From an optimization exercise on the open Yosys and OpenROAD flow, aimed at small area, a short achievable clock period and few clock cycles per item; shortcuts taken in it are not production practice. Function was checked by simulation only, so behaviour that the tests miss may differ from the original. No driver is modelled on the clock port, so clocking that relies on it looks cheaper here than on a real chip. No activity file was given, so power comes from the tool's default toggle rates.

**flow/design.v**
```verilog
module peat_enc (
    input  wire        clk,
    input  wire        rst,
    input  wire        in_valid,
    output wire        in_ready,
    input  wire [15:0] in_v,
    input  wire [15:0] in_up,
    input  wire        in_last,
    input  wire [4:0]  cfg_b,
    input  wire [1:0]  cfg_n,
    input  wire        cfg_bayer,
    input  wire        cfg_restart,
    output wire        rec_valid,
    output wire [15:0] rec_x,
    output wire        out_valid,
    input  wire        out_ready,
    output wire [7:0]  out_data,
    output wire        out_last
);
    localparam NR = 66;            
    localparam W  = 72;            
    localparam TH = W - 45;        
    integer i;
    reg rst_q;
    always @(posedge clk) rst_q <= rst;
    reg        in_ready_q;
    reg        iv_v;
    reg [15:0] iv_x, iv_up;
    reg        iv_last;
    reg [4:0]  iv_b;
    reg [1:0]  iv_n;
    reg        iv_bay, iv_rs;
    reg        s0_v;
    reg [15:0] s0_x, s0_up;
    reg        s0_last;
    reg [4:0]  s0_b;
    reg [1:0]  s0_n;
    reg        s0_bay, s0_rs;
    reg [2:0]  s0_xm, s0_bm;
    reg [1:0]  xpos;
    reg [15:0] rec1, rec2, raw1, raw2, up1, up2;
    reg [2:0]  am1, am2, xm1, xm2, um1, um2;    
    reg [5:0]  cnt;
    reg        pend_raw;
    reg        fix_q, clr_q;                
    reg [2:0]  open_segs;
    reg        p2_v;
    reg [15:0] p2_x;
    reg [17:0] p2_d;
    reg [2:0]  p2_r;
    reg [2:0]  p2_t;
    reg        p2_e, p2_ll;
    reg [4:0]  p2_b;
    reg [1:0]  p2_n;
    reg [12*14-1:0] costv;
    reg [10:0] rawc;
    reg        allz;
    reg        cost_clr;
    reg        seg_done;
    reg [4:0]  d_b;
    reg [1:0]  d_n;
    reg        d_ll;
    reg [NR:1] r_v;
    reg [4:0]  r1_b;
    reg [1:0]  r1_n;
    reg        r1_ll;
    reg [15:0] r_x  [1:NR];
    reg [17:0] r_pk [1:NR];
    reg        r_e  [1:NR];
    reg [3:0]  dq_k  [0:3];
    reg [4:0]  dq_b  [0:3];
    reg [1:0]  dq_n  [0:3];
    reg        dq_ll [0:3];
    reg [1:0]  wp, rp;
    reg [2:0]  dcount;
    reg [W-1:0] acc;
    reg [6:0]  fill;
    reg        efirst;
    reg        le_pend;
    reg [3:0]  le_bytes;
    reg        out_valid_q, out_last_q;
    reg        rec_valid_q;
    reg [15:0] rec_x_q;
    assign in_ready  = in_ready_q;
    assign rec_valid = rec_valid_q;
    assign rec_x     = rec_x_q;
    assign out_valid = out_valid_q;
    assign out_last  = out_last_q;
    assign out_data  = acc[W-1:W-8];
    wire [15:0] ivx = iv_b[4] ? iv_x : ((iv_x >> 1) >> ~iv_b[2:0]);
    wire [2:0]  ivxm, ivbm;
    modn u_mx (.v(ivx),   .n(iv_n), .r(ivxm));
    modn u_mb (.v(iv_up), .n(iv_n), .r(ivbm));
    wire [4:0]  B = s0_b;
    wire [1:0]  N = s0_n;
    wire [15:0] x = s0_x;
    reg  [15:0] half, top;
    always @(*) begin
        for (i = 0; i < 16; i = i + 1) begin
            top[i]  = (B > i);
            half[i] = (B == i + 1);
        end
    end
    wire        ltd = s0_bay ? (xpos != 2'd2) : (xpos == 2'd0);
    wire [15:0] ra = s0_bay ? rec2 : rec1;
    wire [15:0] ud = s0_bay ? up2 : up1;
    wire [17:0] dv_a   = {2'b00, x} + {16'd0, N} - {2'b00, ra};
    wire [17:0] dv_b   = {2'b00, x} + {16'd0, N} - {2'b00, s0_up};
    wire [17:0] dv_abc = {2'b00, x} + {16'd0, N} - {2'b00, s0_up} + {2'b00, ud} - {2'b00, ra};
    wire [17:0] dv_h   = {2'b00, x} + {16'd0, N} - {2'b00, half};
    wire        a_gt_b = ra > s0_up;
    wire        c_ge_mx = (ud >= ra) && (ud >= s0_up);
    wire        c_le_mn = (ud <= ra) && (ud <= s0_up);
    reg  [17:0] dd;
    always @(*) begin
        if (s0_rs)          dd = ltd ? dv_h : dv_a;
        else if (ltd)       dd = dv_b;
        else if (c_ge_mx)   dd = a_gt_b ? dv_b : dv_a;       
        else if (c_le_mn)   dd = a_gt_b ? dv_a : dv_b;       
        else                dd = dv_abc;                    
    end
    wire [2:0]  sv   = {N, 1'b1};
    wire [2:0]  xmod, bmod, tmod, hmod;
    assign xmod = s0_xm;
    assign bmod = s0_bm;
    wire [1:0]  bm3 = (B == 5'd9 || B == 5'd12 || B == 5'd15) ? 2'd0 :
                      (B == 5'd10 || B == 5'd13 || B == 5'd16) ? 2'd1 : 2'd2;
    reg  [2:0]  tm, hm_;
    always @(*) begin
        case (N)
            2'd1: begin tm = B[0] ? 3'd1 : 3'd0; hm_ = B[0] ? 3'd1 : 3'd2; end
            2'd2: begin
                tm  = (B[1:0] == 2'd0) ? 3'd0 : (B[1:0] == 2'd1) ? 3'd1 : (B[1:0] == 2'd2) ? 3'd3 : 3'd2;
                hm_ = (B[1:0] == 2'd0) ? 3'd3 : (B[1:0] == 2'd1) ? 3'd1 : (B[1:0] == 2'd2) ? 3'd2 : 3'd4;
            end
            2'd3: begin
                tm  = (bm3 == 2'd0) ? 3'd0 : (bm3 == 2'd1) ? 3'd1 : 3'd3;
                hm_ = (bm3 == 2'd0) ? 3'd4 : (bm3 == 2'd1) ? 3'd1 : 3'd2;
            end
            default: begin tm = 3'd0; hm_ = 3'd0; end
        endcase
    end
    assign tmod = tm;
    assign hmod = hm_;
    wire [2:0]  amod = s0_bay ? am2 : am1;
    wire [2:0]  cmod = s0_bay ? um2 : um1;
    function [2:0] msub;
        input [2:0] p, q, s;
        reg [3:0] d, e;
        begin
            d = {1'b0, p} - {1'b0, q};
            e = {1'b0, p} + {1'b0, s} - {1'b0, q};
            msub = d[3] ? e[2:0] : d[2:0];
        end
    endfunction
    function [2:0] madd;
        input [2:0] p, q, s;
        reg [3:0] d, e;
        begin
            d = {1'b0, p} + {1'b0, q};
            e = {1'b0, p} + {1'b0, q} - {1'b0, s};
            madd = e[3] ? d[2:0] : e[2:0];
        end
    endfunction
    wire [2:0]  xnm  = madd(xmod, {1'b0, N}, sv);           
    wire [2:0]  bcm  = msub(bmod, cmod, sv);                
    wire [2:0]  abm  = madd(amod, bcm, sv);                 
    wire [2:0]  r_h  = msub(xnm, hmod, sv);
    wire [2:0]  r_b  = msub(xnm, bmod, sv);
    wire [2:0]  r_a  = msub(xnm, amod, sv);
    wire [2:0]  xnc  = msub(xnm, bcm, sv);
    wire [2:0]  r_c  = msub(xnc, amod, sv);
    reg  [2:0]  pmod, rem;
    always @(*) begin
        if (s0_rs)          begin pmod = ltd ? hmod : amod; rem = ltd ? r_h : r_a; end
        else if (ltd)       begin pmod = bmod; rem = r_b; end
        else if (c_ge_mx)   begin pmod = a_gt_b ? bmod : amod; rem = a_gt_b ? r_b : r_a; end
        else if (c_le_mn)   begin pmod = a_gt_b ? amod : bmod; rem = a_gt_b ? r_a : r_b; end
        else                begin pmod = abm; rem = r_c; end
    end
    wire signed [3:0] dl  = $signed({2'b00, N}) - $signed({1'b0, rem});
    wire [3:0]  xln = {2'b00, x[1:0]} + {2'b00, N};
    wire signed [4:0] lo2 = $signed({1'b0, xln}) - $signed({2'b00, rem});
    wire [13:0] xh   = x[15:2];
    reg  [13:0] xhp, xhm;
    reg         allo, allz_;
    always @(*) begin
        allo = 1'b1;
        allz_ = 1'b1;
        for (i = 0; i < 14; i = i + 1) begin
            xhp[i] = xh[i] ^ allo;
            xhm[i] = xh[i] ^ allz_;
            allo  = allo && xh[i];
            allz_ = allz_ && !xh[i];
        end
    end
    wire [15:0] xu   = lo2[4] ? {xhm, lo2[1:0]} : lo2[2] ? {xhp, lo2[1:0]} : {xh, lo2[1:0]};
    wire [15:0] gap  = top & ~x;
    wire        clo  = (xh == 14'd0) && lo2[4];
    wire signed [3:0] ngp = $signed({2'b00, N}) - $signed({2'b00, gap[1:0]});
    wire        chi  = (gap[15:2] == 14'd0) && ($signed({1'b0, rem}) < ngp);
    wire [15:0] xr   = clo ? 16'd0 : chi ? top : xu;
    wire [2:0]  tt   = clo ? x[2:0] : chi ? (3'd0 - gap[2:0]) : (rem - {1'b0, N});
    wire [2:0]  xrm  = clo ? 3'd0 : chi ? tmod : pmod;
    wire seg_end_here = s0_last || (cnt == 6'd63);
    wire [11:0] rawc12 = {1'b0, rawc};
    wire [17:0] ww = p2_d - {15'd0, p2_r};
    wire [15:0] wn = {13'd0, p2_r} - p2_d[15:0];
    wire [15:0] ws = (p2_n == 2'd2) ? ww[15:0] : wn;
    wire        n3 = (p2_n == 2'd3);
    wire [15:0] t1 = n3 ? (ws << 3) : (ws << 2);
    wire [15:0] y1 = (p2_n == 2'd2) ? ws - t1 : ws + t1;
    wire [15:0] y2 = y1 + (n3 ? (y1 << 6) : (y1 << 4));
    wire [15:0] y3 = y2 + (n3 ? (y2 << 12) : (y2 << 8));
    wire [15:0] qq = (p2_n == 2'd0) ? ww[15:0] : y3;
    wire [16:0] mm = ww[17] ? {~qq, 1'b1} : {qq, 1'b0};
    wire [17:0] pk = (p2_n == 2'd0) ? {1'b0, mm} :
                     (p2_n == 2'd1) ? {p2_t[1:0], mm[15:0]} : {p2_t, mm[14:0]};
    wire [17:0] pk1 = r_pk[1];
    wire [16:0] m1  = (r1_n == 2'd0) ? pk1[16:0] :
                      (r1_n == 2'd1) ? {1'b0, pk1[15:0]} : {2'b00, pk1[14:0]};
    reg [6*14-1:0] addend;
    always @(*) begin
        for (i = 0; i < 14; i = i + 1) begin
            if ((m1 >> i) < 17'd24)
                addend[6*i +: 6] = (m1 >> i) + 6'd1 + i;
            else
                addend[6*i +: 6] = 6'd25 + r1_b;
        end
    end
    reg [15:0] alive;
    reg [31:0] dg;
    reg        z0, z1, z2;
    reg [3:0]  best_k;
    integer    b;
    always @(*) begin
        alive = 16'hBFFF;
        for (b = 5; b >= 0; b = b - 1) begin
            for (i = 0; i < 16; i = i + 1)
                dg[2*i +: 2] = (i == 15) ? rawc12[2*b +: 2] :
                               (i == 14) ? 2'd3 : costv[12*i + 2*b +: 2];
            z0 = 1'b0;
            z1 = 1'b0;
            z2 = 1'b0;
            for (i = 0; i < 16; i = i + 1) begin
                z0 = z0 || (alive[i] && dg[2*i +: 2] == 2'd0);
                z1 = z1 || (alive[i] && dg[2*i +: 2] <= 2'd1);
                z2 = z2 || (alive[i] && dg[2*i +: 2] <= 2'd2);
            end
            for (i = 0; i < 16; i = i + 1)
                if ((z0 && dg[2*i +: 2] != 2'd0) || (z1 && dg[2*i +: 2] > 2'd1) ||
                    (z2 && dg[2*i +: 2] > 2'd2))
                    alive[i] = 1'b0;
        end
        best_k = 4'd15;
        for (i = 13; i >= 0; i = i - 1)
            if (alive[i]) best_k = i;
        if (allz) best_k = 4'd14;
    end
    wire        hv  = r_v[NR];
    wire [15:0] hx  = r_x[NR];
    wire [17:0] hpk = r_pk[NR];
    wire        he  = r_e[NR];
    wire [3:0]  K   = dq_k[rp];
    wire [4:0]  HB  = dq_b[rp];
    wire [1:0]  HN  = dq_n[rp];
    wire        HLL = dq_ll[rp];
    wire [16:0] hm = (HN == 2'd0) ? hpk[16:0] :
                     (HN == 2'd1) ? {1'b0, hpk[15:0]} : {2'b00, hpk[14:0]};
    wire [2:0]  ht = (HN == 2'd0) ? 3'd0 :
                     (HN == 2'd1) ? {hpk[17], hpk[17:16]} : hpk[17:15];
    wire [16:0] hu = hm >> K;
    wire        esc = hu >= 17'd24;
    reg [4:0]  nones;
    reg        zb;
    reg [4:0]  tl;
    reg [16:0] tv;
    always @(*) begin
        if (K == 4'd15) begin
            nones = 5'd0;  zb = 1'b0; tl = HB;         tv = {1'b0, hx};
        end else if (K == 4'd14) begin
            nones = 5'd0;  zb = 1'b0; tl = 5'd0;       tv = 17'd0;
        end else if (esc) begin
            nones = 5'd24; zb = 1'b0; tl = HB + 5'd1;  tv = hm;
        end else begin
            nones = hu[4:0]; zb = 1'b1; tl = {1'b0, K}; tv = hm & ((17'd1 << K) - 17'd1);
        end
    end
    wire [2:0]  hl  = efirst ? 3'd4 : 3'd0;
    wire [5:0]  len = {3'd0, hl} + {1'b0, nones} + {5'd0, zb} + {1'b0, tl};
    wire [6:0]  p0  = fill + {4'd0, hl};
    wire [6:0]  o0  = W - p0;                      
    wire [6:0]  o1  = o0 - {2'd0, nones};
    wire [W:0]  mk0 = {(W+1){1'b1}} << o0;
    wire [W:0]  mk1 = {(W+1){1'b1}} << o1;
    wire [W-1:0] ones = mk1[W-1:0] & ~mk0[W-1:0];
    wire [15:0] hrec = (K == 4'd15) ? hx : hx - {{13{ht[2]}}, ht};
    wire ov_int   = le_pend || (fill >= 7'd9);       
    wire fire     = ov_int && out_ready;
    wire room     = fill <= TH;
    wire ll_block = le_pend && he && HLL;
    wire consume  = cons_q;
    localparam NG = (NR + 3) / 4;
    reg          cons_q;
    reg [NG-1:0] hg_q;
    reg [NR:0]   en;
    integer      j;
    always @(*) begin
        en[NR] = cons_q;
        for (i = 0; i < NR; i = i + 1) begin
            en[i] = cons_q || hg_q[i / 4];
            for (j = i + 1; j <= 4 * (i / 4) + 4; j = j + 1)
                if (j <= NR) en[i] = en[i] || !r_v[j];
        end
    end
    wire s1_ok = !pend_raw && !((cnt == 6'd0) && (open_segs == 3'd4));
    wire p2_free = !p2_v || en[0];
    wire take = s0_v && s1_ok && p2_free;
    wire mv0  = iv_v && (!s0_v || take);
    wire mv = en[1] && r_v[1];     
    wire push = seg_done;
    wire pop = consume && he;
    wire line_end = consume && he && HLL;
    wire [6:0]  tot   = fill + (consume ? {1'b0, len} : 7'd0);
    wire [6:0]  tot_r = line_end ? ((tot + 7'd7) & 7'h78) : tot;
    wire [6:0]  shamt = W - fill - {1'b0, len};
    wire [W-1:0] tsh  = {{(W-17){1'b0}}, tv} << shamt;
    wire [W-1:0] hsh  = efirst ? ({{(W-4){1'b0}}, K} << (W - 4 - fill)) : {W{1'b0}};
    wire [W-1:0] cs   = consume ? (ones | tsh | hsh) : {W{1'b0}};
    wire [W-1:0] acc0 = acc | cs;
    wire        le_pend_f0 = line_end ? 1'b1 : le_pend;
    wire        le_pend_f1 = line_end ? 1'b1 : (le_pend && (le_bytes != 4'd1));
    wire [3:0]  le_bytes_f0 = line_end ? tot_r[6:3] : le_bytes;
    wire [3:0]  le_bytes_f1 = line_end ? tot_r[6:3] - 4'd1 : le_bytes - 4'd1;
    wire [6:0]  fill_f1 = tot_r - 7'd8;
    reg [NR:1] rv_n;
    reg        holes_n;
    always @(*) begin : rvn
        rv_n[1] = en[0] ? p2_v : (en[1] ? 1'b0 : r_v[1]);
        for (i = 2; i <= NR; i = i + 1)
            rv_n[i] = en[i-1] ? r_v[i-1] : (en[i] ? 1'b0 : r_v[i]);
    end
    reg [NG-1:0] hg_n;
    always @(*) begin
        for (i = 0; i < NG; i = i + 1) begin
            hg_n[i] = 1'b0;
            for (j = 4 * i + 5; j <= NR; j = j + 1)
                hg_n[i] = hg_n[i] || !rv_n[j];
        end
        holes_n = hg_n[0] || !rv_n[1] || !rv_n[2] || !rv_n[3] || !rv_n[4];
    end
    wire       he_n = en[NR-1] ? r_e[NR-1] : r_e[NR];
    wire [2:0] dcount_n = dcount + (push ? 3'd1 : 3'd0) - (pop ? 3'd1 : 3'd0);
    wire       p2_v_n = take ? 1'b1 : (en[0] ? 1'b0 : p2_v);
    wire [5:0] cnt_n = take ? (seg_end_here ? 6'd0 : cnt + 6'd1) : cnt;
    wire [11:0] rthr = {1'b0, B, 6'd0} - 12'd123;
    wire       no_raw = (costv[12*0 +: 12] <= rthr) || (costv[12*2 +: 12] <= rthr) ||
                        (costv[12*4 +: 12] <= rthr) || (costv[12*6 +: 12] <= rthr) ||
                        (costv[12*9 +: 12] <= rthr);
    wire       pend_raw_n = (take && seg_end_here && !s0_last && (N != 2'd0) && !no_raw) ? 1'b1 :
                            clr_q ? 1'b0 : pend_raw;
    wire [2:0] open_segs_n = open_segs + ((take && cnt == 6'd0) ? 3'd1 : 3'd0) -
                             (pop ? 3'd1 : 3'd0);
    wire       base_n = !pend_raw_n && !((cnt_n == 6'd0) && (open_segs_n == 3'd4));
    wire       cons_pre = rv_n[NR] && (dcount_n != 3'd0);
    wire [1:0] rp_n = rp + (pop ? 2'd1 : 2'd0);
    wire       hll_n = (push && (dcount_n == 3'd1)) ? d_ll : dq_ll[rp_n];
    wire       cx_f0 = cons_pre && (tot_r <= TH) && !(le_pend_f0 && he_n && hll_n);
    wire       cx_f1 = cons_pre && (fill_f1 <= TH) && !(le_pend_f1 && he_n && hll_n);
    wire       cons_f0 = cons_pre && (tot_r <= TH) && !(le_pend_f0 && he_n);
    wire       cons_f1 = cons_pre && (fill_f1 <= TH) && !(le_pend_f1 && he_n);
    wire       tk_f0 = s0_v_n && base_n && (!p2_v_n || holes_n || cons_f0);
    wire       tk_f1 = base_n && (!p2_v_n || holes_n || cons_f1);
    wire       iv_hold = iv_v && !mv0;
    wire       s0_v_n  = mv0 ? 1'b1 : (take ? 1'b0 : s0_v);
    wire       tk_n = tk_f0;
    wire       ready_n = in_ready_q ? (!in_valid || !s0_v_n || tk_n) : (!iv_hold || !s0_v_n || tk_n);
    always @(posedge clk) begin
        if (!iv_v || mv0) begin
            iv_x    <= in_v;
            iv_up   <= in_up;
            iv_last <= in_last;
            iv_b    <= cfg_b;
            iv_n    <= cfg_n;
            iv_bay  <= cfg_bayer;
            iv_rs   <= cfg_restart;
        end
        if (mv0) begin
            s0_x    <= ivx;
            s0_up   <= iv_up;
            s0_last <= iv_last;
            s0_b    <= iv_b;
            s0_n    <= iv_n;
            s0_bay  <= iv_bay;
            s0_rs   <= iv_rs;
            s0_xm   <= ivxm;
            s0_bm   <= ivbm;
        end
        if (take) begin
            xpos <= s0_last ? 2'd0 : ((xpos == 2'd2) ? 2'd2 : xpos + 2'd1);
            rec1 <= xr;
            rec2 <= rec1;
            raw1 <= x;
            raw2 <= raw1;
            up1  <= s0_up;
            up2  <= up1;
            am1  <= xrm;
            am2  <= am1;
            xm1  <= xmod;
            xm2  <= xm1;
            um1  <= bmod;
            um2  <= um1;
            p2_x <= x;
            p2_d <= dd;
            p2_r <= rem;
            p2_t <= tt;
            p2_e <= seg_end_here;
            p2_ll <= s0_last;
            p2_b <= B;
            p2_n <= N;
        end else if (fix_q) begin
            rec1 <= raw1;
            rec2 <= raw2;
            am1  <= xm1;
            am2  <= xm2;
        end
        for (i = 0; i < 14; i = i + 1)
            costv[12*i +: 12] <= (cost_clr ? 12'd0 : costv[12*i +: 12]) +
                                 (mv ? {6'd0, addend[6*i +: 6]} : 12'd0);
        rawc <= (cost_clr ? 11'd0 : rawc) + (mv ? {6'd0, r1_b} : 11'd0);
        allz <= (cost_clr ? 1'b1 : allz) && !(mv && m1 != 17'd0);
        if (mv && r_e[1]) begin
            d_b  <= r1_b;
            d_n  <= r1_n;
            d_ll <= r1_ll;
        end
        if (en[0]) begin
            r_x[1]  <= p2_x;
            r_pk[1] <= pk;
            r_e[1]  <= p2_e;
            r1_b    <= p2_b;
            r1_n    <= p2_n;
            r1_ll   <= p2_ll;
        end
        for (i = 2; i <= NR; i = i + 1) begin
            if (en[i-1]) begin
                r_x[i]  <= r_x[i-1];
                r_pk[i] <= r_pk[i-1];
                r_e[i]  <= r_e[i-1];
            end
        end
        if (push) begin
            dq_k[wp]  <= best_k;
            dq_b[wp]  <= d_b;
            dq_n[wp]  <= d_n;
            dq_ll[wp] <= d_ll;
        end
        acc <= fire ? {acc0[W-9:0], 8'd0} : acc0;
        rec_x_q <= hrec;
        if (rst_q) begin
            iv_v      <= 1'b0;
            s0_v      <= 1'b0;
            xpos      <= 2'd0;
            cnt       <= 6'd0;
            pend_raw  <= 1'b0;
            fix_q     <= 1'b0;
            clr_q     <= 1'b0;
            open_segs <= 3'd0;
            p2_v      <= 1'b0;
            cost_clr  <= 1'b1;
            seg_done  <= 1'b0;
            for (i = 1; i <= NR; i = i + 1)
                r_v[i] <= 1'b0;
            wp        <= 2'd0;
            rp        <= 2'd0;
            dcount    <= 3'd0;
            fill      <= 7'd0;
            acc       <= {W{1'b0}};
            efirst    <= 1'b1;
            le_pend   <= 1'b0;
            le_bytes  <= 4'd0;
            out_last_q <= 1'b0;
            cons_q    <= 1'b0;
            hg_q      <= {NG{1'b1}};
        end else begin
            cons_q    <= fire ? cx_f1 : cx_f0;
            hg_q      <= hg_n;
            iv_v      <= in_ready_q ? in_valid : iv_hold;
            s0_v      <= s0_v_n;
            cnt       <= cnt_n;
            pend_raw  <= pend_raw_n;
            fix_q     <= seg_done && !d_ll && pend_raw && (best_k == 4'd15);
            clr_q     <= seg_done && !d_ll;
            open_segs <= open_segs_n;
            p2_v      <= p2_v_n;
            cost_clr  <= mv && r_e[1];
            seg_done  <= mv && r_e[1];
            for (i = 1; i <= NR; i = i + 1)
                r_v[i] <= rv_n[i];
            if (push) wp <= wp + 2'd1;
            if (pop)  rp <= rp + 2'd1;
            dcount    <= dcount_n;
            fill      <= fire ? fill_f1 : tot_r;
            if (consume) efirst <= he;
            le_pend   <= fire ? le_pend_f1 : le_pend_f0;
            le_bytes  <= fire ? le_bytes_f1 : le_bytes_f0;
            out_last_q <= fire ? (le_pend_f1 && le_bytes_f1 == 4'd1)
                               : (le_pend_f0 && le_bytes_f0 == 4'd1);
        end
        if (rst || rst_q) begin
            in_ready_q  <= 1'b0;
            out_valid_q <= 1'b0;
            rec_valid_q <= 1'b0;
        end else begin
            in_ready_q  <= ready_n;
            out_valid_q <= fire ? (le_pend_f1 || fill_f1 >= 7'd9)
                                : (le_pend_f0 || tot_r >= 7'd9);
            rec_valid_q <= consume;
        end
    end
endmodule
module modn (
    input  wire [15:0] v,
    input  wire [1:0]  n,
    output wire [2:0]  r
);
    wire [4:0] s3 = v[1:0] + v[3:2] + v[5:4] + v[7:6] + v[9:8] + v[11:10] +
                    v[13:12] + v[15:14];
    wire [2:0] m3 = s3 % 5'd3;
    wire [5:0] s5 = v[3:0] + v[7:4] + v[11:8] + v[15:12];
    wire [2:0] m5 = s5 % 6'd5;
    wire [5:0] s7 = v[2:0] + v[5:3] + v[8:6] + v[11:9] + v[14:12] + v[15];
    wire [2:0] m7 = s7 % 6'd7;
    assign r = (n == 2'd0) ? 3'd0 : (n == 2'd1) ? m3 : (n == 2'd2) ? m5 : m7;
endmodule
```
**flow/flow/run.sh**
```bash
#!/bin/bash
# The standard ORFS layout (standard.sh) with two changes:
#  - CTS clusters up to 25 sinks within 100 um and adds no dummy loads
#    (CTS_ARGS replaces ORFS's default clock_tree_synthesis arguments);
#  - flow/post_cts.tcl, run after CTS, repairs setup on every path longer
#    than 11 ns by resizing and swapping cells.
# The clock, its period and the constraints stay the design's. All tool
# output goes to logs in this folder (ORFS's own step logs are under
# orfs/logs).
set -euo pipefail
cd "$(dirname "$0")/.."
export CTS_ARGS="-sink_clustering_enable -repair_clock_nets -sink_clustering_size 25 -sink_clustering_max_diameter 100 -dont_use_dummy_load"
export POST_CTS_TCL="$PWD/flow/post_cts.tcl"
bash standard.sh > flow_standard.log 2>&1
```
**flow/flow/post_cts.tcl**
```tcl
# Runs inside ORFS's cts.tcl after its own repair, before 4_1_cts.odb is
# written. The margin makes repair_timing treat paths longer than
# 55 - 44 = 11 ns as failing, so it resizes and swaps cells on them.
puts "post_cts: setup repair with a 44 ns margin"
report_worst_slack -max
repair_timing -setup -setup_margin 44 -repair_tns 100 -skip_last_gasp -verbose
detailed_placement
check_placement -verbose
report_worst_slack -max
```
**flow/standard.sh**
```bash
#!/bin/bash
# synth_recipe.tcl (not shown) runs the flow's synth.tcl, then flattens the netlist and writes it again
# the make line also repeats each setting of config.mk as NAME=value (left out here)
make -C /OpenROAD-flow-scripts/flow DESIGN_CONFIG=/design/flow/config.mk WORK_HOME=/design/flow/orfs CLKGATE_MAP_FILE= SYNTH_SCRIPT=/design/flow/synth_recipe.tcl "${@:-finish}"
```
**flow/config.mk**
```make
export PLATFORM = sky130hd
export DESIGN_NAME = peat_enc
export DESIGN_NICKNAME = peat_enc
export VERILOG_FILES = /design/flow/design.v
export SDC_FILE = /design/flow/constraint.sdc
export NUM_CORES = 4
export LEC_CHECK = 0
export CAP_MARGIN = 20
export CORE_MARGIN = 2
export CORE_UTILIZATION = 40
export SLEW_MARGIN = 20
```
**flow/constraint.sdc**
```tcl
create_clock -name core_clock -period 55.0 [get_ports {clk}]
set_input_delay 11.0000 -clock core_clock [delete_from_list [all_inputs] [get_ports {clk}]]
set_output_delay 11.0000 -clock core_clock [all_outputs]
set_load 0.01 [all_outputs]
```
==> results of run 1 <==
-- power by group --
group	switching, W	leakage [nW]	internal [W]
Clock	0.000663	1.95	0.000513
Sequential	0.000139	31.6	0.00284
Combinational	0.00143	19.2	0.000780
-- metal layers --
metal | up-vias | track usage [%] | part of all wire [%]
met1 | 37300 | 25.6 | 43
met2 | 2024 | 33.1 | 49
met3 | 427 | 1.89 | 4.5
met5 | - | 0 | 0
li1 | 34300 | - | -
met4 | 0 | 5.91 | 3.2
-- state kept, by name, indices dropped and copies added (netlist names), 17 cells and up, named ones only --
name,flops
costv,168
r_e,66
hg_q,17
r_x,1056
r_v,66
r_pk,1188
acc,72
dq_b,20
p2_d,18
-- cells in the final DEF (no fill, tap or decap), types with 155 or more instances in the layout --
| cell type | n |
|---|---|
| o21ai_0 | 358 |
| xnor2_1 | 318 |
| dfxtp_1 | 385 |
| inv_1 | 484 |
| a21oi_1 | 567 |
| mux2i_1 | 155 |
| nand2_1 | 574 |
| ha_1 | 523 |
| clkbuf_16 | 169 |
| edfxtp_1 | 2610 |
| nor2_1 | 650 |
-- synth_stat cells (115+ instances only) --
cell type | count | area [sq um]
nand3_1 | 115 | 576
nand2_1 | 580 | 2180
inv_1 | 493 | 1850
ha_1 | 523 | 6540
fa_1 | 118 | 2360
a211oi_1 | 145 | 1090
edfxtp_1 | 2610 | 78400
nor3_1 | 143 | 716
nor2b_1 | 146 | 913
xor2_1 | 143 | 1250
o21ai_0 | 364 | 1820
a21oi_1 | 572 | 2860
xnor2_1 | 323 | 2830
clkbuf_1 | 263 | 987
nor2_1 | 672 | 2520
dfxtp_1 | 399 | 7990
a21o_1 | 141 | 1060
mux2i_1 | 155 | 1550
-- final cells by class --
cell class	instances	area share [%]
multi-input cells	5392	28.1
repair buffers	253	1.76
diodes	3	0.00540
flip-flops and latches	3009	62.2
inverters	499	1.35
clock buffers	158	2.85
well taps	4180	3.76
-- how the worst max path moves through the flow --
stage	endpoint	cells after the start
after floorplan	acc[32]	5
after global placement	cons_q	6
after detailed placement	cons_q	6
after global routing	in_ready	1
final	in_ready	1
-- cell families after synthesis --
family	after synthesis	share of synthesized area, %
adders and majority gates	649	7.03
buffers and inverters	824	2.51
xor gates and xnor gates	466	3.19
and+or+nand+nor	2110	7.85
AOI/OAI and AO/OA	1961	10.1
DFF	3009	67.6
muxes	206	1.81
-- per-stage QoR --
step	total power, W	hold slack, ps
floorplan	0.00432	369
global placement	0.00503	400
detailed placement	0.00506	405
global route	0.00669	342
finish	0.00637	344
==> out/results.tsv, run 1 <==
metric	value	unit
routabilityCongestion	0.936	
fin_nets	10000	
avgRoutedWirePerCell	23.6	um
syn_avg_cell_area	13.9	sq um
finalCritPeriodShare	22.3	%
drt_iter0_markers	6714	
maxSlewViolCount	0	
worstPathRequired	44000	ps
num_rows	207	
slowest_delay	360	ps
multi_input_area	0.0391	sq mm
max_clock_freq	0.0816	GHz
min_from	r_pk[29][6]	
grt_pass1_wl	473	mm
maxCapViolCount	0	
post-route-drc-count	0	
cp-end-kind	primary output	
core_region_area	0.318	sq mm
arrival	1250	ps
die_height	569	um
power_density	45.8	mW/mm^2
setup_viol_count_final	0	
start_util	40.2	%
fin_setup_tns	0	ps
antenna_found_initial	7	
clk_latency	890	ps
syn_nets	9912	
crit_chain	buf_6	
fin_cells	13500	
syn-cell-area	0.128	sq mm
dieArea	0.324	sq mm
clk_pin_slew_worst_paths	90	ps
synth_seq_area_share	67.6	%
placed_cell_area	0.134	sq mm
cts_tree	built	
postRouteAntennaNets	0	
ff2ff_setup_slack	43720	ps
die_w	569	um
synth.distinct_cells	99	
cp_num_buf_inv	1	
drtPass1Iterations	8	
start_kind	register	
rr_worst_depth	28	
grt_pass1_vias	73500	
synth_edf_count	2610	
grt_overflow	0	
hold_end	r_pk[30][6]	
min_period	12250	ps
hpwl	227	mm
vias	74000	
worst_pin_slew	1160	ps
dpl.cell_count	13300	
dp_worst_setup_slack	41730	ps
cts_sinks	3009	
drive_gt1_share	7.09	%
r2r_start	costv[83]	
cpLargestDelayFamily	flip-flops	
crit_type	reg -> out	
outcome	finished clean	
grt.total_usage	19.2	%
synth-async-reset-ratio	0	%
postLayoutCellArea	0.139	sq mm
grt_max_degree	81	
min_path_type	reg -> reg	
area_delta_synth_final	8.70	%
yosysWarnings	4	
fin_util	43.7	%
hold_violations	0	
slowest_stage	dfxtp_4	
reg2reg_to	dq_k[2][0]	
routed_via_density	5.48	
setup_ws	42750	ps
synth_top_flop_cell	edfxtp_1	
slew_headroom	22.3	%
seq_area	0.0864	sq mm
io_buffers	73	
synthCells	9225	
rsz0062_at_grt	no	
ys_ff_latch	3009	
num_io_pins	74	
ir_drop	73.9	uV
routed_wl	318	mm
leakagePower	52.8	nW
cp-startpoint	in_ready_q	
finClkSkew	123	ps
hold_depth	0	
critical_path.max_fanout	4	
fillCellCount	28300	
Testbench counts, summed over its fixed seeds: cycles 97,202, samples 95,644.
==> run 2: changes to the inputs <==
--- a/flow/flow/run.sh
+++ b/flow/flow/run.sh
@@ -3,7 +3,7 @@
 #  - CTS clusters up to 25 sinks within 100 um and adds no dummy loads
 #    (CTS_ARGS replaces ORFS's default clock_tree_synthesis arguments);
 #  - flow/post_cts.tcl, run after CTS, repairs setup on every path longer
-#    than 11 ns by resizing and swapping cells.
+#    than 12 ns by resizing and swapping cells.
 # The clock, its period and the constraints stay the design's. All tool
 # output goes to logs in this folder (ORFS's own step logs are under
 # orfs/logs).
==> flow/flow/post_cts.tcl (replaced) <==
# Runs inside ORFS's cts.tcl after its own repair, before 4_1_cts.odb is
# written. The margin makes repair_timing treat paths longer than
# 55 - 43 = 12 ns as failing, so it resizes and swaps cells on them.
puts "post_cts: setup repair with a 43 ns margin"
report_worst_slack -max
repair_timing -setup -setup_margin 43 -repair_tns 100 -skip_last_gasp -verbose
detailed_placement
check_placement -verbose
report_worst_slack -max
==> run 2 against run 1 <==
  * Still clean
  * Die area unchanged
  * Utilization decreased by 0.40 points
  * Register-to-register slack got worse by 320 ps
  * Largest power group unchanged
  * Highest routed layer unchanged
==> out/results.tsv, run 2 <==
metric	value	unit
outcome	finished clean	
finClkSkew	119	ps
slowest_delay	360	ps
grt_max_degree	84	
dieArea	0.324	sq mm
synth_edf_count	2610	
synth_most_common_cell	edfxtp_1	
start_kind	register	
grt.total_usage	19.0	%
syn_nets	9912	
hpwl	227	mm
cp_num_buf_inv	1	
yosysTopAreaCell	edfxtp_1	
drive_gt1_share	5.55	%
ir_drop	72.7	uV
drtPass1Iterations	6	
postRouteAntennaNets	0	
clk_latency	880	ps
crit_chain	buf_6	
num_rows	207	
syn-cell-area	0.128	sq mm
area_delta_synth_final	7.71	%
critical_path.max_fanout	4	
fin_nets	9967	
cp.depth	1	
finalCritPeriodShare	22.3	%
start_util	40.2	%
power_density	45.3	mW/mm^2
rsz0062_at_grt	no	
vias	73600	
grt_pass1_wl	468	mm
cp-end-kind	primary output	
worstPathRequired	44000	ps
post-route-drc-count	0	
drt_iter0_markers	6730	
synth_common_cells	edfxtp_1 (2,610), nor2_1 (672), nand2_1 (580)	
slowest_stage	dfxtp_4	
yosysWarnings	4	
grt_overflow	0	
synth_top_area_share	61.3	%
dpl.cell_count	13300	
setup_viol_count_final	0	
synth_seq_area_share	67.6	%
clk_pin_slew_worst_paths	90	ps
cts_tree	built	
synthTopCellsByArea	edfxtp_1 (61%), dfxtp_1 (6.2%), ha_1 (5.1%), a21oi_1 (2.2%), xnor2_1 (2.2%)	
maxCapViolCount	0	
cpLargestDelayFamily	flip-flops	
crit_type	reg -> out	
avgRoutedWirePerCell	23.4	um
ys_ff_latch	3009	
fin_cells	13500	
hold_violations	0	
final_cell_mix	edfxtp_1 (2,610), nor2_1 (669), nand2_1 (575)	
largest_register_ffs	1188	
min_path_type	reg -> reg	
routed_wl	314	mm
synth.distinct_cells	99	
max_clock_freq	0.0816	GHz
top_register	r_pk	
maxSlewViolCount	0	
synth_top_flop_cell	edfxtp_1	
worst_pin_slew	1170	ps
antenna_found_initial	7	
grt_pass1_vias	72900	
routed_via_density	5.47	
mostFrequentLayoutCell	edfxtp_1	
hold_depth	0	
synth-async-reset-ratio	0	%
arrival	1250	ps
routabilityCongestion	0.936	
reg_top3	r_pk: 1188 flops, r_x: 1056 flops, costv: 168 flops	
slew_headroom	21.4	%
min_period	12250	ps
io_buffers	73	
die_height	569	um
num_io_pins	74	
syn_avg_cell_area	13.9	sq um
fillCellCount	28500	
cts_sinks	3009	
leakagePower	52.3	nW
core_region_area	0.318	sq mm
rr_worst_depth	27	
fin_setup_tns	0	ps
synthCells	9225	
die_w	569	um
## run 2: cell types whose count changed in the layout (fill, tap and decap cells not counted), sizes merged
cell / change
clkbuf: -11
buf: -23
clkdlybuf4s50: +2
dlymetal6s2s: -1
diode: +2
## run 2: layout make-up
| cell class | instances | area [sq um] | area share, % |
|---|---|---|---|
| Sequential cell | 3009 | 86400 | 62.7 |
| Tap cell | 4180 | 5230 | 3.80 |
| Multi-Input combinational cell | 5392 | 38400 | 27.9 |
| Inverter | 499 | 1880 | 1.36 |
| Timing Repair Buffer | 220 | 1800 | 1.31 |
| Antenna cell | 5 | 12.5 | 0.00909 |
| Clock buffer | 158 | 3950 | 2.87 |
## run 2: power by group
part	internal, W	leakage [nW]	switching, W
logic	0.000715	18.7	0.00137
clock network	0.000513	1.95	0.000663
registers	0.00284	31.6	0.000139
## run 2: logic make-up (layout without fill, tap and decap cells)
| group | Yosys count | count (layout) | share of synthesized area [%] |
|---|---|---|---|
| adders and majority gates | 649 | 649 | 7.03 |
| buffers and inverters | 824 | 877 | 2.51 |
| xor gates and xnor gates | 466 | 466 | 3.19 |
| other | 0 | 5 | 0 |
| AOI/OAI and AO/OA | 1961 | 1961 | 10.1 |
| and+or+nand+nor | 2110 | 2110 | 7.85 |
| DFF | 3009 | 3009 | 67.6 |
| muxes | 206 | 206 | 1.81 |
## run 2: stage by stage
step / power, W / hold slack [ps] / setup slack [ps] / instance area, sq um / utilization, %
after floorplan: 0.00432 / 369 / 42890 / 128000 / -
after global placement: 0.00503 / 400 / 41750 / 134000 / 42.0
after detailed placement: 0.00506 / 405 / 41730 / 134000 / 42.0
after global routing: 0.00657 / 342 / 42570 / 138000 / 43.3
final: 0.00624 / 348 / 42750 / 138000 / 43.3
## run 2: final timing paths
| kind | to | slack [ps] | from |
|---|---|---|---|
| worst max-delay path | in_ready | 42750 | in_ready_q |
| worst min-delay path | r_pk[30][6] | 350 | r_pk[29][6] |
| worst max register to register | dq_k[2][0] | 43400 | costv[35] |
| worst min register to register | r_pk[30][6] | 350 | r_pk[29][6] |
## run 2: layer usage
layer	up-vias	track usage, %	part of all wire (%)
met1	37000	25.4	43
met4	0	5.83	3.2
met2	1950	32.5	49
met3	438	1.83	4.5
li1	34200	-	-
met5	-	0	0
==> run 3: changes to the inputs <==
==> flow/flow/run.sh (replaced) <==
#!/bin/bash
# The standard ORFS layout (standard.sh) with two changes:
#  - CTS clusters up to 30 sinks within 100 um and adds no dummy loads
#    (CTS_ARGS replaces ORFS's default clock_tree_synthesis arguments);
#  - flow/post_cts.tcl, run after CTS, repairs setup on every path longer
#    than 12 ns by resizing and swapping cells.
# The clock, its period and the constraints stay the design's. All tool
# output goes to logs in this folder (ORFS's own step logs are under
# orfs/logs).
set -euo pipefail
cd "$(dirname "$0")/.."
export CTS_ARGS="-sink_clustering_enable -repair_clock_nets -sink_clustering_size 30 -sink_clustering_max_diameter 100 -dont_use_dummy_load"
export POST_CTS_TCL="$PWD/flow/post_cts.tcl"
bash standard.sh > flow_standard.log 2>&1
==> run 3 against run 2 <==
  * Register-to-register slack hardly changed
  * Cell count about the same
  * Sequential share of layout area rose by 0.18 points
  * Setup slack worse by 4.5 ps
  * Sequential power hardly changed
  * Critical endpoint unchanged
  * Die area unchanged
  * Still clean on timing, DRC and antenna
  * Total power is 0.99% lower
  * Clock skew is 9.4 ps lower
==> out/results.tsv, run 3 <==
metric	value	unit
start_util	40.2	%
die_w	569	um
grt_max_degree	84	
avgRoutedWirePerCell	23.3	um
slowest_delay	360	ps
largest_register_ffs	1188	
min_from	r_x[2][15]	
syn-cell-area	0.128	sq mm
grt_overflow	0	
maxSlewViolCount	0	
worst_pin_slew	1160	ps
synth-simple-area-share	7.85	%
min_path_type	reg -> reg	
drive_gt1_share	5.39	%
outcome	finished clean	
syn_nets	9912	
ff2ff_setup_slack	43410	ps
ys_ff_latch	3009	
min_period	12250	ps
vias	73400	
synthCells	9225	
slowest_stage	dfxtp_4	
drtPass1Iterations	6	
postRouteAntennaNets	0	
clk_latency	880	ps
post-route-drc-count	0	
power_density	45.0	mW/mm^2
cts_tree	built	
grt.total_usage	18.9	%
fillCellCount	28500	
routabilityCongestion	0.936	
num_rows	207	
routed_via_density	5.46	
antenna_found_initial	7	
crit_chain	buf_6	
slew_headroom	22.1	%
fin_setup_tns	0	ps
die_height	569	um
r2r_start	costv[35]	
dieArea	0.324	sq mm
mostFrequentLayoutCell	edfxtp_1	
leakagePower	52.1	nW
hold_violations	0	
core_region_area	0.318	sq mm
io_buffers	73	
top_register	r_pk	
start_kind	register	
rr_worst_depth	27	
cts_sinks	3009	
dp_worst_setup_slack	41730	ps
postLayoutCellArea	0.137	sq mm
rsz0062_at_grt	no	
ir_drop	72.8	uV
max_clock_freq	0.0816	GHz
final_cell_mix	edfxtp_1 (2,610), nor2_1 (669), nand2_1 (575)	
cp-end-kind	primary output	
finalCritPeriodShare	22.3	%
synth_seq_area_share	67.6	%
setup_ws	42750	ps
reg2reg_to	dq_k[3][0]	
clk_pin_slew_worst_paths	100	ps
setup_viol_count_final	0	
cpLargestDelayFamily	flip-flops	
arrival	1250	ps
synthTopCellsByArea	edfxtp_1 (61%), dfxtp_1 (6.2%), ha_1 (5.1%), a21oi_1 (2.2%), xnor2_1 (2.2%)	
synth_top_area_share	61.3	%
grt_pass1_vias	72800	
synth-async-reset-ratio	0	%
synth_top_flop_cell	edfxtp_1	
synth_top_family_by_area	compound AO/OA/AOI/OAI gates	
routed_wl	314	mm
syn_avg_cell_area	13.9	sq um
hpwl	227	mm
fin_nets	9951	
synth.distinct_cells	99	
synth_compound_area_share	10.1	%
placed_cell_area	0.134	sq mm
hold_depth	0	
synth_most_common_cell	edfxtp_1	
crit_type	reg -> out	
num_io_pins	74	
hold_end	r_x[3][15]	
grt_pass1_wl	467	mm
yosysWarnings	4	
synthMuxAreaShare	1.81	%
reg_top3	r_pk: 1188 flops, r_x: 1056 flops, costv: 168 flops	
area_delta_synth_final	7.40	%
synth_common_cells	edfxtp_1 (2,610), nor2_1 (672), nand2_1 (580)	
drt_iter0_markers	6448	
synthAdderAreaFrac	7.03	%
yosysTopAreaCell	edfxtp_1	
cp_num_buf_inv	1	
critical_path.max_fanout	4	
synth-xor-area-share	3.19	%
synth_edf_count	2610	
finClkSkew	109	ps
worstPathRequired	44000	ps
maxCapViolCount	0	
[run 3: cell counts after synthesis]
No cell type changed its count.
[run 3: power breakdown]
group | internal [W] | switching, W
logic | 0.000715 | 0.00138
registers | 0.00284 | 0.000139
clock network | 0.000464 | 0.000650
total | 0.00402 | 0.00216
[run 3: per-stage QoR]
step                      total power [W]  utilization, %  hold WS [ps]  std cells
after floorplan                   0.00432               -           369       9225
after global placement            0.00503            42.0           400      13300
after detailed placement          0.00506            42.0           405      13300
after global routing              0.00651            43.2           353      13400
final                             0.00618            43.2           357      13500
[run 3: how the worst max path moves through the flow]
stage,from,end,slack (ps),cells after the start
floorplan,out_ready,acc[32],42890,5
global placement,out_ready,cons_q,41750,6
detailed placement,out_ready,cons_q,41730,6
global route,costv[83],dq_k[2][0],42620,28
finish,in_ready_q,in_ready,42750,1
[run 3: final cells by class]
cell class	instances	area, sq um	share of cell area [%]
tap	4180	5230	3.81
sequential	3009	86400	62.9
clock buffer	142	3550	2.59
inverter	499	1880	1.37
multi-input combinational	5392	38400	28.0
antenna	8	20.0	0.0146
timing repair buffer	220	1800	1.31
[run 3: routing by layer]
layer	track usage [%]	wire length, um	part of all wire (%)
met1	25.4	136000	43
met2	32.5	153000	49
met3	1.73	13900	4.4
met4	5.82	10200	3.3
met5	0	0	0
[run 3: cells by family (layout without fill, tap and decap cells)]
| group | count (synthesis) | after routing |
|---|---|---|
| other | 0 | 8 |
| DFF | 3009 | 3009 |
| muxes | 206 | 206 |
| AOI/OAI and AO/OA | 1961 | 1961 |
| buffers and inverters | 824 | 861 |
| xor gates and xnor gates | 466 | 466 |
| adders and majority gates | 649 | 649 |
| and+or+nand+nor | 2110 | 2110 |
==> run 4: changes to the inputs <==
==> flow/run.sh (new file) <==
#!/bin/bash
# synth_recipe.tcl (not shown) runs the flow's synth.tcl, then flattens the netlist and writes it again
# the make line also repeats each setting of config.mk as NAME=value (left out here)
make -C /OpenROAD-flow-scripts/flow DESIGN_CONFIG=/design/flow/config.mk WORK_HOME=/design/flow/orfs CLKGATE_MAP_FILE= SYNTH_SCRIPT=/design/flow/synth_recipe.tcl finish
--- a/flow/config.mk
+++ b/flow/config.mk
@@ -8,4 +8,6 @@
 export CAP_MARGIN = 20
 export CORE_MARGIN = 2
 export CORE_UTILIZATION = 40
+export CTS_CLUSTER_DIAMETER = 100
+export CTS_CLUSTER_SIZE = 25
 export SLEW_MARGIN = 20
removed: flow/flow/run.sh
removed: flow/flow/post_cts.tcl
removed: flow/standard.sh
==> run 4 against run 3 <==
  * Cell area up 0.99%
  * Critical path depth did not move
  * Cell count grew 0.77%
  * Register-to-register slack about the same
  * Setup slack lost 580 ps
  * Sequential share of layout area down 0.63 points
  * Utilization increased by 0.43 points
  * Die area is the same
  * Clock power is 17% higher
  * Combinational power about the same
  * Critical path type unchanged
  * Largest power group unchanged
==> out/results.tsv, run 4 <==
metric	value	unit
routabilityCongestion	0.936	
power_density	45.9	mW/mm^2
post-cts-setup-buffers	0	
start_kind	register	
min_period	12830	ps
clk_latency	870	ps
cts_resized	0	
synth_top_area_share	61.3	%
crit_type	reg -> out	
drt_iter0_markers	6655	
dpl.cell_count	13300	
start_util	40.2	%
routed_via_density	5.43	
min_from	r_pk[37][15]	
drive_gt1_share	5.44	%
cp_num_buf_inv	1	
clk_pin_slew_worst_paths	100	ps
critical_path.max_fanout	4	
synth_most_common_cell	edfxtp_1	
fin_util	43.6	%
synth_seq_area_share	67.6	%
io_buffers	73	
ir_drop	73.2	uV
min_path_type	reg -> reg	
outcome	finished clean	
num_rows	207	
largest_register_ffs	1188	
postRouteAntennaNets	0	
fillCellCount	28400	
cpLargestDelayFamily	buffers and inverters	
ys_ff_latch	3009	
antenna_found_initial	7	
yosysTopAreaCell	edfxtp_1	
post-route-drc-count	0	
hpwl	227	mm
whs	380	ps
numCtsBuffers	158	
leakagePower	52.6	nW
worst_pin_slew	1180	ps
dieArea	0.324	sq mm
finalCritPeriodShare	23.3	%
fin_cells	13600	
max_clock_freq	0.0779	GHz
cts_tree	built	
worstPathRequired	44000	ps
grt.total_usage	19.0	%
cp-startpoint	in_ready_q	
core_region_area	0.318	sq mm
syn-cell-area	0.128	sq mm
hold_violations	0	
setup_viol_count_final	0	
r2r_start	costv[35]	
synth.distinct_cells	99	
synth_top_flop_cell	edfxtp_1	
cts_root_buf	clkbuf_16	
area_delta_synth_final	8.46	%
fin_setup_tns	0	ps
routed_wl	314	mm
reg_top3	r_pk: 1188 flops, r_x: 1056 flops, costv: 168 flops	
syn_avg_cell_area	13.9	sq um
maxSlewViolCount	0	
grt_pass1_vias	73000	
arrival	1830	ps
synthTopCellsByArea	edfxtp_1 (61%), dfxtp_1 (6.2%), ha_1 (5.1%), a21oi_1 (2.2%), xnor2_1 (2.2%)	
htree_levels	4	
die_height	569	um
final_cell_mix	edfxtp_1 (2,610), nor2_1 (669), nand2_1 (575)	
synthCells	9225	
cp-end-kind	primary output	
synth_common_cells	edfxtp_1 (2,610), nor2_1 (672), nand2_1 (580)	
slowest_delay	580	ps
hold_buffers	0	
avgRoutedWirePerCell	23.2	um
mostFrequentLayoutCell	edfxtp_1	
finClkSkew	65.4	ps
num_io_pins	74	
die_w	569	um
synth_edf_count	2610	
yosysWarnings	4	
grt_overflow	0	
cts_buffer_depth	4	
crit_chain	clkdlybuf4s50_1	
grt_max_degree	84	
syn_nets	9912	
drtPass1Iterations	6	
top_register	r_pk	
grt_pass1_wl	468	mm
fin_nets	9960	
vias	73600	
rsz0062_at_grt	no	
maxCapViolCount	0	
slowest_stage	clkdlybuf4s50_1	
cts_sinks	3009	
synth-async-reset-ratio	0	%
slew_headroom	20.9	%
## run 4: cells by family (layout without fill, tap and decap cells)
| group | after synthesis | count (layout) | share of synthesized area (%) |
|---|---|---|---|
| simple gates | 2110 | 2110 | 7.85 |
| mux | 206 | 206 | 1.81 |
| fa+ha+maj | 649 | 649 | 7.03 |
| other cells | 0 | 2 | 0 |
| compound gates | 1961 | 1961 | 10.1 |
| xor+xnor | 466 | 466 | 3.19 |
| buf+inv | 824 | 971 | 2.51 |
| flops | 3009 | 3009 | 67.6 |
## run 4: final timing paths
| path | depth (start not counted) | slack [ps] | end |
|---|---|---|---|
| worst min-delay path | 0 | 380 | r_pk[38][15] |
| worst min register to register | 0 | 380 | r_pk[38][15] |
| worst max register to register | 28 | 43400 | dq_k[0][1] |
| worst max-delay path | 1 | 42170 | in_ready |
## run 4: stage by stage
stage / power [W] / instance area (sq um) / setup slack, ps
3_3_place_gp: 0.00503 / 134000 / 41750
3_5_place_dp: 0.00506 / 134000 / 41730
6_report: 0.00636 / 139000 / 42170
4_1_cts: 0.00638 / 139000 / 42030
2_1_floorplan: 0.00432 / 128000 / 42890
5_1_grt: 0.00670 / 139000 / 42050
## run 4: cell type report
type	count	area [sq um]	share of cell area [%]
diodes	2	5.00	0.00361
clock buffers	219	4250	3.06
clock inverters	40	699	0.504
inverters	499	1880	1.35
multi-input cells	5392	38400	27.7
flip-flops and latches	3009	86400	62.3
well taps	4180	5230	3.77
repair buffers	213	1790	1.29
## run 4: per-layer routing
layer / wire [um] / GRT usage, %
met4: 9970 / 5.80
met3: 13600 / 1.88
met1: 137000 / 25.5
met2: 154000 / 32.5
met5: 0 / 0
## run 4: report_power, final
group          total [W]  leakage, nW  switching, W  internal (W)
Combinational    0.00208         18.6       0.00137      0.000710
Clock            0.00130         2.36      0.000731      0.000573
Sequential       0.00298         31.6      0.000138       0.00284
Total            0.00636         52.6       0.00224       0.00412

==> what the ideal ports hide <==
In the flow no input, the clock included, has a driving cell. The finished layouts below were timed again as built, in two steps. Step 1: set_driving_cell puts a clkbuf_16 on clk and a buf_2 on each other input, an assumption about the parent block. Step 2, shift: input delay + t, output delay - t, t = (earliest + latest rising clock arrival at the registers) / 2. This alone moves slack from input paths to output paths. Slacks: ideal ports / drivers / drivers and shift; pairs: ideal ports / drivers.
run	shift t [ns]	setup WS [ns]	hold slack, ns	slew at the worst register clock pin (ns)	worst data-port slew with drivers (ns)
run 1	0.917	42.752 / 42.659 / 42.860	0.344 / 0.344 / 0.344	0.10 / 0.10	0.05
run 2	0.916	42.751 / 42.657 / 42.135	0.348 / 0.348 / 0.348	0.11 / 0.11	0.04
run 3	0.903	42.747 / 42.653 / 42.153	0.357 / 0.357 / 0.357	0.12 / 0.12	0.04
run 4	0.938	42.168 / 42.074 / 41.728	0.380 / 0.380 / 0.380	0.10 / 0.10	0.04
After both steps every run listed still meets setup and hold. The setup slack of run 2, which loses most, moves by -0.094 ns with the drivers and by -0.616 ns with both steps.
